This is an optimization exercise on Yosys and OpenROAD, whose aim is small area, a short achievable clock period and few clock cycles per item, not a production implementation.
Where RTL was checked, it was by simulation tests only, not by an equivalence proof against the original.
No activity file was given, so power comes from the tool's default toggle rates.

AL:
// cws_bitenc
module cws_bitenc (
    input  wire        clk,
    input  wire        rst,
    input  wire        cmd_valid,
    output wire        cmd_ready,
    input  wire [1:0]  cmd_hdr,
    input  wire [1:0]  cmd_crc,
    input  wire        cmd_fec,
    input  wire [12:0] cmd_len,
    input  wire [15:0] cmd_bseq,
    input  wire [31:0] cmd_user,
    input  wire        in_valid,
    output wire        in_ready,
    input  wire [7:0]  in_data,
    output wire        out_valid,
    input  wire        out_ready,
    output wire [15:0] out_data,
    output wire [4:0]  out_nbits,
    output wire        out_last
);
export LEC_CHECK = 0
export CAP_MARGIN = 20
export CORE_MARGIN = 2
export CORE_UTILIZATION = 40
export CTS_BUF_LIST = sky130_fd_sc_hd__clkbuf_8
export PLACE_DENSITY = 0.6
export SETUP_SLACK_MARGIN = 2.8
export SLEW_MARGIN = 20
create_clock -name core_clock -period 5.0 [get_ports {clk}]
standard.sh (not shown) runs the stock make flow with config.mk's settings and CLKGATE_MAP_FILE= SYNTH_SCRIPT=/design/flow/synth_recipe.tcl, a recipe that flattens the netlist after the stock synthesis.
==> flow/flow/run.sh <==
#!/bin/bash
# The standard layout, with plain buffers (buf_1) on the ports instead of
# the delay-cell buffers that buffer_ports picks by default. Every port
# still gets its own buffer.
set -euo pipefail
bash standard.sh finish "BUFFER_PORTS_ARGS=-buffer_cell sky130_fd_sc_hd__buf_1" > flow_make.log 2>&1
The inputs of TR differ from those of AL as listed below.
-- flow/design.v --
<<< AL, line 26
    reg [47:0] hsr;            
    reg [31:0] crc;            
    reg [15:0] c16;            
    reg  [5:0] enc;            
    reg [12:0] in_left;        
>>> TR, line 26
    reg [47:0] hsr;            
    reg [31:0] crc;            
    reg  [5:0] enc;            
    reg [12:0] in_left;        
<<< AL, line 64
    endfunction
    wire [31:0] c32n = crc32_byte(crc, cur);
    wire [15:0] c16n = crc16_byte(c16, cur);
    wire out_free = !ov || out_ready;
    wire go = cur_v && out_free;
>>> TR, line 63
    endfunction
    wire [31:0] c32n = crc32_byte(crc, cur);
    wire [15:0] c16n = crc16_byte(crc[31:16], cur);
    wire [31:0] crc_upd = {ck32 ? c32n[31:16] : c16n, c32n[15:0]};
    wire out_free = !ov || out_ready;
    wire go = cur_v && out_free;
<<< AL, line 96
    wire hi_1   = (in_left[12:4] == 9'd1);
    wire h_end  = hlong ? hsel[5] : hsel[1];
    wire [7:0] cbyte = ck32 ? ~((crc[31:24] & {8{csel[0]}}) | (crc[23:16] & {8{csel[1]}}) |
                                (crc[15:8]  & {8{csel[2]}}) | (crc[7:0]   & {8{csel[3]}})) :
                              ((c16[15:8] & {8{csel[0]}}) | (c16[7:0] & {8{csel[1]}}));
    wire [7:0] hbyte = (hsr[47:40] & {8{hsel[0]}}) | (hsr[39:32] & {8{hsel[1]}}) |
                       (hsr[31:24] & {8{hsel[2]}}) | (hsr[23:16] & {8{hsel[3]}}) |
>>> TR, line 96
    wire hi_1   = (in_left[12:4] == 9'd1);
    wire h_end  = hlong ? hsel[5] : hsel[1];
    wire [7:0] cbyte = ((crc[31:24] & {8{csel[0]}}) | (crc[23:16] & {8{csel[1]}}) |
                        (crc[15:8]  & {8{csel[2]}}) | (crc[7:0]   & {8{csel[3]}})) ^ {8{ck32}};
    wire [7:0] hbyte = (hsr[47:40] & {8{hsel[0]}}) | (hsr[39:32] & {8{hsel[1]}}) |
                       (hsr[31:24] & {8{hsel[2]}}) | (hsr[23:16] & {8{hsel[3]}}) |
<<< AL, line 152
            in_left <= cmd_len;
            crc     <= 32'hFFFF_FFFF;
            c16     <= 16'hFFFF;
            enc     <= 6'd0;
            hsel    <= 6'b000001;
>>> TR, line 151
            in_left <= cmd_len;
            crc     <= 32'hFFFF_FFFF;
            enc     <= 6'd0;
            hsel    <= 6'b000001;
<<< AL, line 169
            end
            if (go) begin
                if (cur_d) begin
                    crc <= c32n;
                    c16 <= c16n;
                end
                enc <= enc_n;
            end
>>> TR, line 167
            end
            if (go) begin
                if (cur_d)
                    crc <= crc_upd;
                enc <= enc_n;
            end
## What came out
TR vs. AL: wire length of the first global-routing pass went up by 500 um.
Of AL and TR, the higher transition time of the tightest slew-check pin belongs to AL.
Taking AL as the reference, in TR clock-cell share of area grew by 0.33 points; sequential standard cell area shrank by 320 um2.
Higher critical path depth among AL and TR: AL
Taking AL as the reference, in TR HPWL reported at the end of detailed placement grew by about 7%, hold slack -15 ps, core area has decreased, final total power moved down.
Testbench counts of TR, summed over its fixed seeds: cycles 90,573, items 1,077,244.
The RTL of AL was laid out without a check of its function.

Another version of the RTL of cws_bitenc (not shown whole).
Size in the first run: ~160 flip-flops, roughly 100 I/O pins.
export LEC_CHECK = 0
export CAP_MARGIN = 20
export CORE_MARGIN = 2
export CORE_UTILIZATION = 40
export PLACE_DENSITY = 0.6
export SETUP_SLACK_MARGIN = 2.8
export SLEW_MARGIN = 20
create_clock -name core_clock -period 5.0 [get_ports {clk}]
Scripts as last shown in full above: flow/flow/run.sh
The first run ran to the end with no violations.
Next try:
--- a/flow/design.v
+++ b/flow/design.v
@@ -18,25 +18,25 @@
     output wire [4:0]  out_nbits,
     output wire        out_last
 );
     reg        idle;           
     reg        f_h1, f_h, f_pay, f_c, f_tail;
     reg  [2:0] fcnt;           
     reg  [1:0] ccnt;           
     reg        hlong, has_pay, ck16, ck32, fec;
     reg [47:0] hsr;            
     reg [31:0] crc;            
     reg  [5:0] enc;            
     reg [12:0] in_left;        
-    reg        left_z, left_1;  
+    reg        hi_z;           
     reg        in_ready_r;
     reg  [7:0] cur;            
     reg        cur_v;
     reg        cur_d;          
     reg        cur_t;          
     reg        cur_e;          
     reg        cur_l;          
     reg  [7:0] q1_d;           
     reg        q1_v;
     reg        pk_half;        
     reg [15:0] od;
     reg        ov, ol;
@@ -46,28 +46,28 @@
         reg [15:0] r;
         begin
             r = c;
             for (i = 7; i >= 0; i = i - 1)
                 r = {r[14:0], 1'b0} ^ ((r[15] ^ b[i]) ? 16'h1021 : 16'h0000);
             crc16_byte = r;
         end
     endfunction
     function [31:0] crc32_byte(input [31:0] c, input [7:0] b);
         integer i;
         reg [31:0] r;
         begin
-            r = ~c;
+            r = c;
             for (i = 0; i < 8; i = i + 1)
                 r = {1'b0, r[31:1]} ^ ((r[0] ^ b[i]) ? 32'hEDB8_8320 : 32'h0000_0000);
-            crc32_byte = ~r;
+            crc32_byte = r;
         end
     endfunction
     wire [31:0] c32n = crc32_byte(crc, cur);
     wire [15:0] c16n = crc16_byte(crc[31:16], cur);
     wire [31:0] crc_upd = {ck32 ? c32n[31:16] : c16n, c32n[15:0]};
     wire out_free = !ov || out_ready;
     wire go = cur_v && out_free;
     reg [15:0] fw;
     reg  [5:0] enc_n;
     always @* begin : conv
         integer i;
         reg [6:0] w;
@@ -82,26 +82,38 @@
         enc_n = s;
     end
     wire [7:0] rb = {cur[0], cur[1], cur[2], cur[3], cur[4], cur[5], cur[6], cur[7]};
     wire        complete = fec || cur_e || pk_half || cur_l;
     wire [15:0] cb = fec     ? {fw[15:12] & {4{!cur_t}}, fw[11:0]} :
                      pk_half ? {rb, od[7:0]} : {8'h00, rb};
     wire [2:0]  cb_nb = fec     ? (cur_t ? 3'b011 : 3'b100) :
                         pk_half ? 3'b100 :
                         cur_e   ? 3'b000 : 3'b010;
     wire keep0  = cur_v && !go;
     wire push   = in_valid && in_ready_r;
     wire accept = idle && cmd_valid;
-    wire left_2 = (in_left == 13'd2);
+    wire left_z = hi_z && (in_left[3:0] == 4'd0);
+    wire left_1 = hi_z && (in_left[3:0] == 4'd1);
+    wire hi_1   = (in_left[12:4] == 9'd1);
     wire h_end  = (fcnt == (hlong ? 3'd7 : 3'd3));
+    reg  [7:0] cbyte;
+    always @* begin
+        case (ccnt)
+            2'd0:    cbyte = crc[31:24];
+            2'd1:    cbyte = crc[23:16];
+            2'd2:    cbyte = crc[15:8];
+            default: cbyte = crc[7:0];
+        endcase
+        cbyte = cbyte ^ {8{ck32}};
+    end
     reg  [7:0] hbyte;          
     always @* begin
         case (fcnt)
             3'd2:    hbyte = hsr[47:40];
             3'd3:    hbyte = hsr[39:32];
             3'd4:    hbyte = hsr[31:24];
             3'd5:    hbyte = hsr[23:16];
             3'd6:    hbyte = hsr[15:8];
             default: hbyte = hsr[7:0];
         endcase
     end
     wire c_end  = (ccnt == (ck32 ? 2'd3 : 2'd1));
@@ -127,67 +139,65 @@
     assign out_data  = od;
     assign out_nbits = {onb, 2'b00};
     assign out_last  = ol;
     always @(posedge clk) begin
         if (idle) begin
             hlong   <= (cmd_hdr == 2'd2);
             has_pay <= (cmd_len != 13'd0);
             ck16    <= (cmd_crc == 2'd1);
             ck32    <= (cmd_crc == 2'd2);
             fec     <= cmd_fec;
             hsr     <= {cmd_bseq, cmd_user};
             in_left <= cmd_len;
-            crc     <= (cmd_crc == 2'd2) ? 32'h0000_0000 : 32'hFFFF_FFFF;
+            crc     <= 32'hFFFF_FFFF;
             enc     <= 6'd0;
             fcnt    <= 3'd2;
             ccnt    <= 2'd0;
-            left_z  <= (cmd_len == 13'd0);
-            left_1  <= (cmd_len == 13'd1);
+            hi_z    <= (cmd_len[12:4] == 9'd0);
             cur     <= {3'b000, cmd_len[12:8]};
             cur_d   <= 1'b1;
             cur_t   <= 1'b0;
             cur_e   <= cmd_empty;
             cur_l   <= cmd_empty;
         end else begin
             if (push) begin
                 in_left <= in_left - 13'd1;
-                left_z  <= left_1;
-                left_1  <= left_2;
+                if (in_left[3:0] == 4'd0)
+                    hi_z <= hi_1;
             end
             if (go) begin
                 if (cur_d)
                     crc <= crc_upd;
                 enc <= enc_n;
             end
             if (fetch_h1) begin
                 cur   <= in_left[7:0];
                 cur_d <= 1'b1;
                 cur_l <= 1'b0;
             end
             if (fetch_h) begin
                 cur   <= hbyte;
                 cur_d <= 1'b1;
                 cur_l <= h_end && !has_pay && nocrc && !fec;
                 fcnt  <= fcnt + 3'd1;
             end
             if (fetch_pay) begin
                 cur   <= q1_v ? q1_d : in_data;
                 cur_d <= 1'b1;
                 cur_l <= pay_last && nocrc && !fec;
             end
             if (fetch_c) begin
-                cur   <= crc[31:24];
+                cur   <= cbyte;
                 cur_d <= 1'b0;
                 cur_l <= c_end && !fec;
-                crc   <= {crc[23:0], 8'd0};
                 ccnt  <= ccnt + 2'd1;
             end
             if (fetch_tail) begin
                 cur   <= 8'd0;
                 cur_d <= 1'b0;
                 cur_t <= 1'b1;
                 cur_l <= 1'b1;
             end
         end
         if (!(q1_v && !fetch_pay))
             q1_d <= in_data;
         if (rst) begin
The new run went through all stages and came out clean.
Wire length increases by 1.2%.
Utilization went down by 2.7 points.
Global-route usage decreases by 0.94 points.
Via count rose by 3.5%.
Sequential power falls by about 10%.
Cell count rose by 1.4%.
Clock power fell by about 8%.
Worst setup slack gains 0.049 ns.
Critical path depth increases by 2.
Synthesized area is higher by 2.3%.
Count of clock-buffer cells in the layout falls by 1.
Testbench counts after the change, summed over its fixed seeds: cycles 90,573, items 1,077,244.
Function not checked in the first run of this note: the RTL went through the layout flow alone.

==> what the ideal ports hide <==
In the flow no input, the clock included, has a driving cell. The finished layouts below were timed again as built, in two steps. Step 1 assumes that a clkbuf_16 drives the clock port and a buf_2 every other input. Step 2 also shifts input and output timing later by t, the mid clock arrival at the registers, as if the neighbouring blocks saw the same clock. Three values: no drivers, after step 1, after step 2; two values: the first two.
| run | t, ns | setup WS [ns] | worst setup path at the end | clock arrival spread, ns | worst slew at a driven data input, ns |
|---|---|---|---|---|---|
| AL | 0.505 | 2.800 / 2.800 / 2.424 | input to register | 0.019 / 0.018 | 0.06 |
| TR | 0.508 | 2.867 / 2.838 / 2.380 | input to register | 0.017 / 0.017 | 0.05 |
| the first run of note 2 | 0.485 | 2.792 / 2.792 / 2.378 | input to register | 0.011 / 0.012 | 0.06 |
| the second run of note 2 | 0.481 | 2.841 / 2.845 / 2.377 | input to register | 0.011 / 0.011 | 0.05 |
After both steps every run listed still meets setup and hold. For TR, which loses most, drivers alone change the setup slack by -0.029 ns; drivers and shift together by -0.487 ns.
